Background: an optimization exercise with open tools, aiming at small area and a short achievable clock period. Do not read the settings as production practice. Function was checked by simulation only, so behaviour that the tests miss may differ from the original. Power figures rest on the tool's default switching activity, not on a simulated workload.

`flow/design.v`:
```
module ct_time_core (
  input  wire        clk,
  input  wire        rst,
  input  wire        cmd_valid,
  input  wire [2:0]  cmd_op,
  input  wire [95:0] cmd_data,
  output reg         resp_valid,
  output reg  [1:0]  resp_status,
  output wire [47:0] time_sec,
  output wire [29:0] time_ns,
  output wire [31:0] time_frac,
  output wire [63:0] linear_ns,
  output wire [15:0] linear_frac,
  output wire [47:0] rate_adj,
  output wire [47:0] rate_total,
  output wire [47:0] slew_limit,
  output wire [63:0] slew_remain,
  output wire [2:0]  status,
  output wire [3:0]  sticky,
  output wire [3:0]  cmp_armed,
  output wire [3:0]  cmp_fire
);
  localparam [2:0] OP_STICKY_CLR = 3'd0;
  localparam [2:0] OP_LOAD       = 3'd1;
  localparam [2:0] OP_RATE_SET   = 3'd2;
  localparam [2:0] OP_SLEW_LIMIT = 3'd3;
  localparam [2:0] OP_PHASE_ADJ  = 3'd4;
  localparam [2:0] OP_STEP       = 3'd5;
  localparam [2:0] OP_CMP_ARM    = 3'd6;
  localparam [2:0] OP_CMP_DISARM = 3'd7;
  localparam [1:0] ST_OK    = 2'd0;
  localparam [1:0] ST_RANGE = 2'd1;
  localparam [1:0] ST_BUSY  = 2'd2;
  localparam [29:0]        NS_PER_SEC = 30'd1000000000;
  localparam signed [38:0] RMAX     = 39'sd56294995342;    
  localparam [34:0]        SL_MIN   = 35'd28147;
  localparam [34:0]        SL_MAX   = 35'd28147497671;
  localparam [34:0]        SL_RESET = 35'd2814750;
  reg  [47:0]        sec_q;
  reg  [29:0]        ns_q;
  reg  [51:0]        sub_q;       
  reg  signed [36:0] rate_q;      
  reg  [34:0]        slim_q;      
  reg  signed [82:0] rem_q;       
  reg  [3:0]         sticky_q;
  reg  [3:0]         armed_q;
  reg  [79:0]        tgt0_q, tgt1_q, tgt2_q, tgt3_q;
  wire [63:0] lin_ns = sec_q * 64'd1000000000 + {34'd0, ns_q};
  wire [79:0] now80  = {lin_ns, sub_q[51:36]};
  function fire_f;
    input [79:0] now;
    input [79:0] tgt;
    begin
      fire_f = ~(now[79] ^ tgt[79] ^ (now[78:0] < tgt[78:0]));
    end
  endfunction
  wire [3:0] hit;
  assign hit[0] = armed_q[0] & fire_f(now80, tgt0_q);
  assign hit[1] = armed_q[1] & fire_f(now80, tgt1_q);
  assign hit[2] = armed_q[2] & fire_f(now80, tgt2_q);
  assign hit[3] = armed_q[3] & fire_f(now80, tgt3_q);
  wire rem_zero = ~|rem_q;
  wire rem_neg  = rem_q[82];
  wire signed [38:0] rate_x = {{2{rate_q[36]}}, rate_q};
  wire signed [38:0] s_req  = rem_zero ? 39'sd0 :
                              rem_neg  ? -$signed({4'd0, slim_q}) : $signed({4'd0, slim_q});
  wire signed [38:0] rt_raw = rate_x + s_req;
  wire               cl_hi  = (rt_raw >  RMAX);
  wire               cl_lo  = (rt_raw < -RMAX);
  wire               slew_clamped = cl_hi | cl_lo;
  wire signed [38:0] rt     = cl_hi ? RMAX : cl_lo ? -RMAX : rt_raw;
  wire [38:0] head = rem_neg ? (RMAX + rate_x) : (RMAX - rate_x);
  wire [34:0] m    = slew_clamped ? head[34:0] : (rem_zero ? 35'd0 : slim_q);
  wire [39:0] m25  = {5'd0, m} * 40'd25;
  wire signed [82:0] dd     = rem_neg ? rem_q + $signed({43'd0, m25}) : rem_q - $signed({43'd0, m25});
  wire               finish = (dd == 83'sd0) | (dd[82] != rem_neg);
  wire signed [40:0] xs     = finish ? rem_q[40:0] :
                              (rem_neg ? -$signed({1'b0, m25}) : $signed({1'b0, m25}));
  wire signed [82:0] rem_slew = finish ? 83'sd0 : dd;
  wire [53:0] inc_rate = (54'd25 << 48) + {{17{rate_q[36]}}, rate_q} * 54'd25;
  wire [53:0] ybase = {2'b00, sub_q} + inc_rate;                     
  wire [53:0] ynorm = ybase + {{13{xs[40]}}, xs};                   
  wire [29:0] ns_p1 = ns_q + 30'd1;
  wire [29:0] ns_p2 = ns_q + 30'd2;
  wire        ns_e1 = (ns_q == NS_PER_SEC - 30'd1);
  wire        ns_e2 = (ns_q == NS_PER_SEC - 30'd2);
  wire [47:0] sec_p1 = sec_q + 48'd1;
  wire        k2n   = ynorm[53];
  wire        wrap_n = ns_e1 | (k2n & ns_e2);
  wire [29:0] ns_n   = k2n ? (ns_e1 ? 30'd1 : ns_e2 ? 30'd0 : ns_p2)
                           : (ns_e1 ? 30'd0 : ns_p1);
  wire [47:0] sec_n  = wrap_n ? sec_p1 : sec_q;
  wire        k2b   = ybase[53];
  wire        wrap_b = ns_e1 | (k2b & ns_e2);
  wire [29:0] ns_b   = k2b ? (ns_e1 ? 30'd1 : ns_e2 ? 30'd0 : ns_p2)
                           : (ns_e1 ? 30'd0 : ns_p1);
  wire [47:0] sec_b  = wrap_b ? sec_p1 : sec_q;
  wire is_load  = cmd_valid && (cmd_op == OP_LOAD);
  wire is_rate  = cmd_valid && (cmd_op == OP_RATE_SET);
  wire is_slim  = cmd_valid && (cmd_op == OP_SLEW_LIMIT);
  wire is_padj  = cmd_valid && (cmd_op == OP_PHASE_ADJ);
  wire is_step  = cmd_valid && (cmd_op == OP_STEP);
  wire is_arm   = cmd_valid && (cmd_op == OP_CMP_ARM);
  wire is_dis   = cmd_valid && (cmd_op == OP_CMP_DISARM);
  wire is_clr   = cmd_valid && (cmd_op == OP_STICKY_CLR);
  wire [29:0] ld_ns  = cmd_data[77:48];
  wire        ld_ok  = (ld_ns < NS_PER_SEC);
  wire        do_load = is_load && ld_ok;
  wire signed [47:0] rs_in  = cmd_data[47:0];
  wire               rs_hi  = (rs_in >  $signed(48'sd56294995342));
  wire               rs_lo  = (rs_in < -$signed(48'sd56294995342));
  wire               rs_hit = rs_hi | rs_lo;
  wire signed [36:0] rs_cl  = rs_hi ? RMAX[36:0] : rs_lo ? -RMAX[36:0] : rs_in[36:0];
  wire [47:0] sl_in = cmd_data[47:0];
  wire        sl_ok = (sl_in >= {13'd0, SL_MIN}) && (sl_in <= {13'd0, SL_MAX});
  wire signed [84:0] pa_sum = $signed({{2{rem_slew[82]}}, rem_slew}) +
                              $signed({cmd_data[63], cmd_data[63:0], 20'd0});
  wire               pa_ok  = (pa_sum <= $signed(85'sd1000000000 <<< 52)) &&
                              (pa_sum >= -$signed(85'sd1000000000 <<< 52));
  wire        st_neg  = cmd_data[63];
  wire [31:0] st_sec  = cmd_data[61:30];
  wire [29:0] st_ns   = cmd_data[29:0];
  wire [31:0] st_frac = cmd_data[95:64];
  wire        st_ok   = (st_ns < NS_PER_SEC);
  wire        do_step = is_step && st_ok;
  wire signed [31:0] st_a = st_neg ? $signed({2'b00, ns_b}) - $signed({2'b00, st_ns})
                                   : $signed({2'b00, ns_b}) + $signed({2'b00, st_ns});
  wire signed [31:0] st_b = st_neg ? st_a + 32'sd1000000000 : st_a - 32'sd1000000000;
  wire               st_c = st_neg ? st_a[31] : ~st_b[31];           
  wire [29:0]        st_ns_n  = st_c ? st_b[29:0] : st_a[29:0];
  wire [47:0]        st_sec_n = sec_b + (st_neg ? ~{16'd0, st_sec} : {16'd0, st_sec}) +
                                {47'd0, st_neg ^ st_c};
  wire signed [82:0] st_rem = st_neg ? -$signed({31'd0, st_frac, 20'd0})
                                     :  $signed({31'd0, st_frac, 20'd0});
  wire [1:0]  cu      = cmd_data[81:80];
  wire [79:0] arm_tgt = cmd_data[79:0];
  wire        arm_lt  = (arm_tgt[77:0] < now80[77:0]);
  wire        arm_eq  = (arm_tgt[77:0] == now80[77:0]);
  wire [1:0]  arm_hi  = arm_tgt[79:78] - now80[79:78] - {1'b0, arm_lt};
  wire        arm_far = ~((arm_hi == 2'd0) | ((arm_hi == 2'd3) & ~arm_eq));
  wire        arm_busy = armed_q[cu];
  wire        do_arm  = is_arm && !arm_busy && !arm_far;
  always @(posedge clk) begin
    if (rst) begin
      sec_q       <= 48'd0;
      ns_q        <= 30'd0;
      sub_q       <= 52'd0;
      rate_q      <= 37'sd0;
      slim_q      <= SL_RESET;
      rem_q       <= 83'sd0;
      sticky_q    <= 4'd0;
      armed_q     <= 4'd0;
      resp_valid  <= 1'b0;
      resp_status <= ST_OK;
    end else begin
      resp_valid  <= cmd_valid;
      resp_status <= ST_OK;
      if (do_load) begin
        sec_q <= cmd_data[47:0];
        ns_q  <= ld_ns;
        sub_q <= 52'd0;
        rem_q <= 83'sd0;
      end else if (do_step) begin
        sec_q <= st_sec_n;
        ns_q  <= st_ns_n;
        sub_q <= ybase[51:0];
        rem_q <= st_rem;
      end else begin
        sec_q <= sec_n;
        ns_q  <= ns_n;
        sub_q <= ynorm[51:0];
        if (is_padj && pa_ok)
          rem_q <= pa_sum[82:0];
        else
          rem_q <= rem_slew;
      end
      if (is_clr)
        sticky_q <= sticky_q & ~cmd_data[3:0];
      if (do_step)
        sticky_q[0] <= 1'b1;
      if (is_rate && rs_hit)
        sticky_q[1] <= 1'b1;
      if (slew_clamped && !do_load && !do_step)
        sticky_q[2] <= 1'b1;
      if (is_padj && !pa_ok)
        sticky_q[3] <= 1'b1;
      if (is_rate)
        rate_q <= rs_cl;
      if (is_slim && sl_ok)
        slim_q <= sl_in[34:0];
      armed_q <= armed_q & ~hit;
      if (is_dis)
        armed_q[cmd_data[1:0]] <= 1'b0;
      if (do_arm)
        armed_q[cu] <= 1'b1;
      if ((is_load && !ld_ok) || (is_slim && !sl_ok) || (is_padj && !pa_ok) ||
          (is_step && !st_ok))
        resp_status <= ST_RANGE;
      if (is_arm)
        resp_status <= arm_busy ? ST_BUSY : (arm_far ? ST_RANGE : ST_OK);
    end
  end
  always @(posedge clk) begin
    if (!rst && do_arm && cu == 2'd0) tgt0_q <= arm_tgt;
    if (!rst && do_arm && cu == 2'd1) tgt1_q <= arm_tgt;
    if (!rst && do_arm && cu == 2'd2) tgt2_q <= arm_tgt;
    if (!rst && do_arm && cu == 2'd3) tgt3_q <= arm_tgt;
  end
  wire [62:0] rem_tr = rem_q[82:20] + {62'd0, rem_neg & (|rem_q[19:0])};
  assign time_sec    = sec_q;
  assign time_ns     = ns_q;
  assign time_frac   = sub_q[51:20];
  assign linear_ns   = lin_ns;
  assign linear_frac = sub_q[51:36];
  assign rate_adj    = {{11{rate_q[36]}}, rate_q};
  assign rate_total  = {{9{rt[38]}}, rt};
  assign slew_limit  = {13'd0, slim_q};
  assign slew_remain = {rem_tr[62], rem_tr};
  assign status      = {slew_clamped, (rate_q == RMAX[36:0]) || (rate_q == -RMAX[36:0]), !rem_zero};
  assign sticky      = sticky_q;
  assign cmp_armed   = armed_q;
  assign cmp_fire    = hit;
endmodule
```
`flow/run.sh`:
```
#!/bin/bash
# synth_recipe.tcl (not shown) runs the flow's synth.tcl, then flattens the netlist and writes it again
# the make line also repeats each setting of config.mk as NAME=value (left out here)
make -C /OpenROAD-flow-scripts/flow DESIGN_CONFIG=/design/flow/config.mk WORK_HOME=/design/flow/orfs CLKGATE_MAP_FILE= SYNTH_SCRIPT=/design/flow/synth_recipe.tcl finish
```
`flow/config.mk`:
```
export PLATFORM = sky130hd
export DESIGN_NAME = ct_time_core
export DESIGN_NICKNAME = ct_time_core
export VERILOG_FILES = /design/flow/design.v
export SDC_FILE = /design/flow/constraint.sdc
export NUM_CORES = 4
export LEC_CHECK = 0
export CAP_MARGIN = 20
export CORE_MARGIN = 2
export CORE_UTILIZATION = 30
export SLEW_MARGIN = 20
```
`flow/constraint.sdc`:
```
create_clock -name core_clock -period 30.0 [get_ports {clk}]
set_input_delay 6.0000 -clock core_clock [delete_from_list [all_inputs] [get_ports {clk}]]
set_output_delay 6.0000 -clock core_clock [all_outputs]
set_load 0.01 [all_outputs]
```
==> notes.md <==
Slew @ Worst Pin about 1.2 ns; FF-to-FF End rem_q[73]; Post-Synth Adder-Cell Area 0.320; hold worst-path end sticky_q[0]; post-DP HPWL around 280000 microns; cell taking the most area after synthesis ha_1; synth top area cells ha_1 20%, fa_1 11%, edfxtp_1 11%; R2R depth ~120; Core ar. slightly below 300000 sq um; critical path's largest stage delay roughly 0.64 ns; slowest stage cell on the critical path or4b_2; f_max between 30 and 40 MHz; DR pass1 iterations 8; PortBufs approximately 500; Lkg Pwr 0.0480 uW; nets ~13000; unrepaired setup endpoints after global routing no; post-synthesis async set-or-reset flop share 0; status timing/DRC/antenna clean; Hold WS roughly 0.48 ns; compound-gate portion of the synthesized area 0.166; count leader, synth ha_1; WP data required 30.58 ns; Area after DPL 98500 sq um; first-pass GRT wire length 514000 microns; hold path cells 2; Rows between 150 and 200; most frequent CP cell a21oi_1; post-route cell area slightly above 100000 sq um; number of remaining DRC errors 0; post-route setup TNS 0 ns; Routed WL between 300000 and 400000 microns; Avg Synthesized Cell Area roughly 8.4 sq um; Vias/cell roughly 5.3; Worst-Skew Late Latency ~0.76 ns; Crit Path Max Fanout 52; proportion of synthesized area in mux cells 0.0160; H-Tree Depth 3; Clock Skews 0.0454 ns; Fin. Hold Viols 0; antenna violations before repair 39; post-synthesis register bit count just over 600; CP endpoint kind register; Starting Density 0.301; XOR/XNOR share of the synthesized area 0.0918; # IOs 518; post-route ant nets 0; GR Overflow Total 0; post-layout util 0.346; combinational family with the most area after synthesis adder cells; min Tclk post-route roughly 28 ns; Total GRT Usage 0.231; RR Startpoint rem_q[65]; commonest cells in the netlist 1444 x ha_1, 1431 x inv_1, 806 x a21oi_1, 765 x nor2_1, 669 x nand2_1; fin crit share 0.940; Via Count ~79000; Max-slew headroom 0.171; number of buffers created by CTS between 80 and 90; critical path arrival between 20 and 30 ns; hold path start sticky_q[0]; die height roughly 550 microns; max-cap viol count 0; largest net degree at the start of global routing approximately 130; clock slew at reported path FFs 0.06 ns; clock root buffer master clkbuf_16; layout cells sized above 1 0.0447; Layout area overhead 14.8%; Hold Crit Class register to register; Pwr Density between 80 and 90 nW/um^2; post-synth top area share 0.204; Die X ~550 microns; CTS tree yes; synthesized instance count about 11000; ys flop type edfxtp_1; type of origin of the critical path register; flop2flop setup slack 1.80 ns; Worst VDD drop 0.100 mV; Crit Path Class register to register; gpl congestion between 0.9 and 1; Netlist cell types between 100 and 150; DRT iter0 DRCs between 8000 and 9000; Post-synth EDFFs between 300 and 400; post-synthesis sequential area ratio 0.176; Setup Buffers After CTS 0; routed length per instance about 24 microns; Die ar. between 200000 and 300000 sq um; CP startpoint rem_q[65]; CTS sink cnt between 600 and 700; max-slew violations 0; area fraction in and, or, nand and nor cells after synthesis 0.149; setup violators final 0; Max clock buf depth 3; vias in the first global route between 70000 and 80000; Yosys Warn Count 1; Cell Area, Synth 88400 sq um
## worst max-delay path by stage
stage	slack, ns	end	cells past startpoint
5_1_grt	0.01	rem_q[73]	120
3_5_place_dp	1.07	rem_q[53]	117
3_3_place_gp	1.51	rem_q[71]	116
6_report	1.80	rem_q[73]	116
4_1_cts	0.98	rem_q[50]	117
2_1_floorplan	6.35	rem_q[24]	118
## logic make-up after synthesis
group                    after synthesis
XOR/XNOR                             926
flip-flops                           616
other                                  1
adder cells (fa/ha/maj)             1960
multiplexers                         139
AO/OA/AOI/OAI                       2359
AND/OR/NAND/NOR                     2720
buffers and inverters               1817
## per-stage QoR
stage	setup slack, ns	instances	power, uW
detailed placement	1.07	14800	7290
global placement	1.51	14800	7320
CTS	0.982	15000	8410
floorplan	6.35	10600	5430
finish	1.80	15000	8540
global route	0.0103	15000	9180
## flip-flops by register name, indices dropped and copies added (netlist names)
| signal | cells |
|---|---|
| rem_q | 83 |
| rate_q | 37 |
| tgt0_q | 80 |
| sticky_q | 4 |
| resp_status | 2 |
| armed_q | 4 |
| ns_q | 30 |
| sec_q | 48 |
| sub_q | 52 |
| tgt3_q | 80 |
| resp_valid | 1 |
| slim_q | 35 |
| tgt2_q | 80 |
| tgt1_q | 80 |
## cells in the final DEF, fill, tap and decap left out, types with 86 or more instances in the layout
cell type	instances
a21o_1	227
mux2i_1	132
and3_1	86
xor2_1	349
a21oi_1	805
nor2b_1	169
nand4_1	172
buf_4	232
nor3_1	160
nand2b_1	191
ha_1	1444
o21bai_1	96
xnor2_1	574
edfxtp_1	320
dfxtp_1	295
o21ai_0	532
fa_1	506
o21a_1	90
nor2_1	762
inv_1	1431
nand3_1	180
clkdlybuf4s50_1	501
nand2_1	666
## worst max-delay path, delay by kind of cell, from the launching register on
kind | cells | cell delay, ns
AND/OR/NAND/NOR | 52 | 12.30
AO/OA/AOI/OAI | 43 | 9.42
adder cells (fa/ha/maj) | 9 | 3.19
buffers and inverters | 8 | 1.91
XOR/XNOR | 4 | 0.81
flip-flops | 1 | 0.36
## repair_timing
item	4_1_cts	5_1_grt
endpoints found under the hold margin	0	0
hold buffers	0	0
resized for setup	0	19
endpoints found under the setup margin	0	127
## layer usage
layer	share of wire	vias to the layer above	GRT usage
met1	0.43	38200	0.312
met4	0.065	12	0.130
met3	0.087	682	0.0445
li1	-	37200	-
met2	0.42	3349	0.342
met5	0.00022	-	0
## power breakdown
group          leakage [uW]  switching (uW)  internal [uW]
combinational        0.0414            3890           2460
clock               0.00137             453            628
sequential          0.00529             133            964
total                0.0480            4480           4060
## final cells by class
class	count	area, sq um
Fill cell	30600	192000
Multi-Input combinational cell	8118	65900
Sequential cell	616	15500
Timing Repair Buffer	739	6840
Inverter	1436	5390
Tap cell	3919	4900
Clock buffer	107	2210
Clock inverter	46	624
Antenna cell	22	55.1

## afterwards: timing with drivers on the ports
The flow's constraints put no driver on any port. The routed layout listed below was extracted and timed again, unchanged, in two steps.
Step 1, drivers: a clkbuf_16 drives clk and a buf_2 each remaining input, both assumed.
Step 2 times the ports against the registers' clock, not the clock port: input delays grow and output delays shrink by t, the midpoint of the rising clock arrivals with the driver on.
a / b / c = ideal / step 1 / step 2; a / b = the first two.
t (ns): 0.829
setup WS [ns]: 1.803 / 1.803 / 1.803
worst hold slack (ns): 0.476 / 0.476 / 0.476
After both steps setup and hold are still met in this run. For this run, drivers alone change the setup slack by 0.000 ns; drivers and shift together by 0.000 ns.
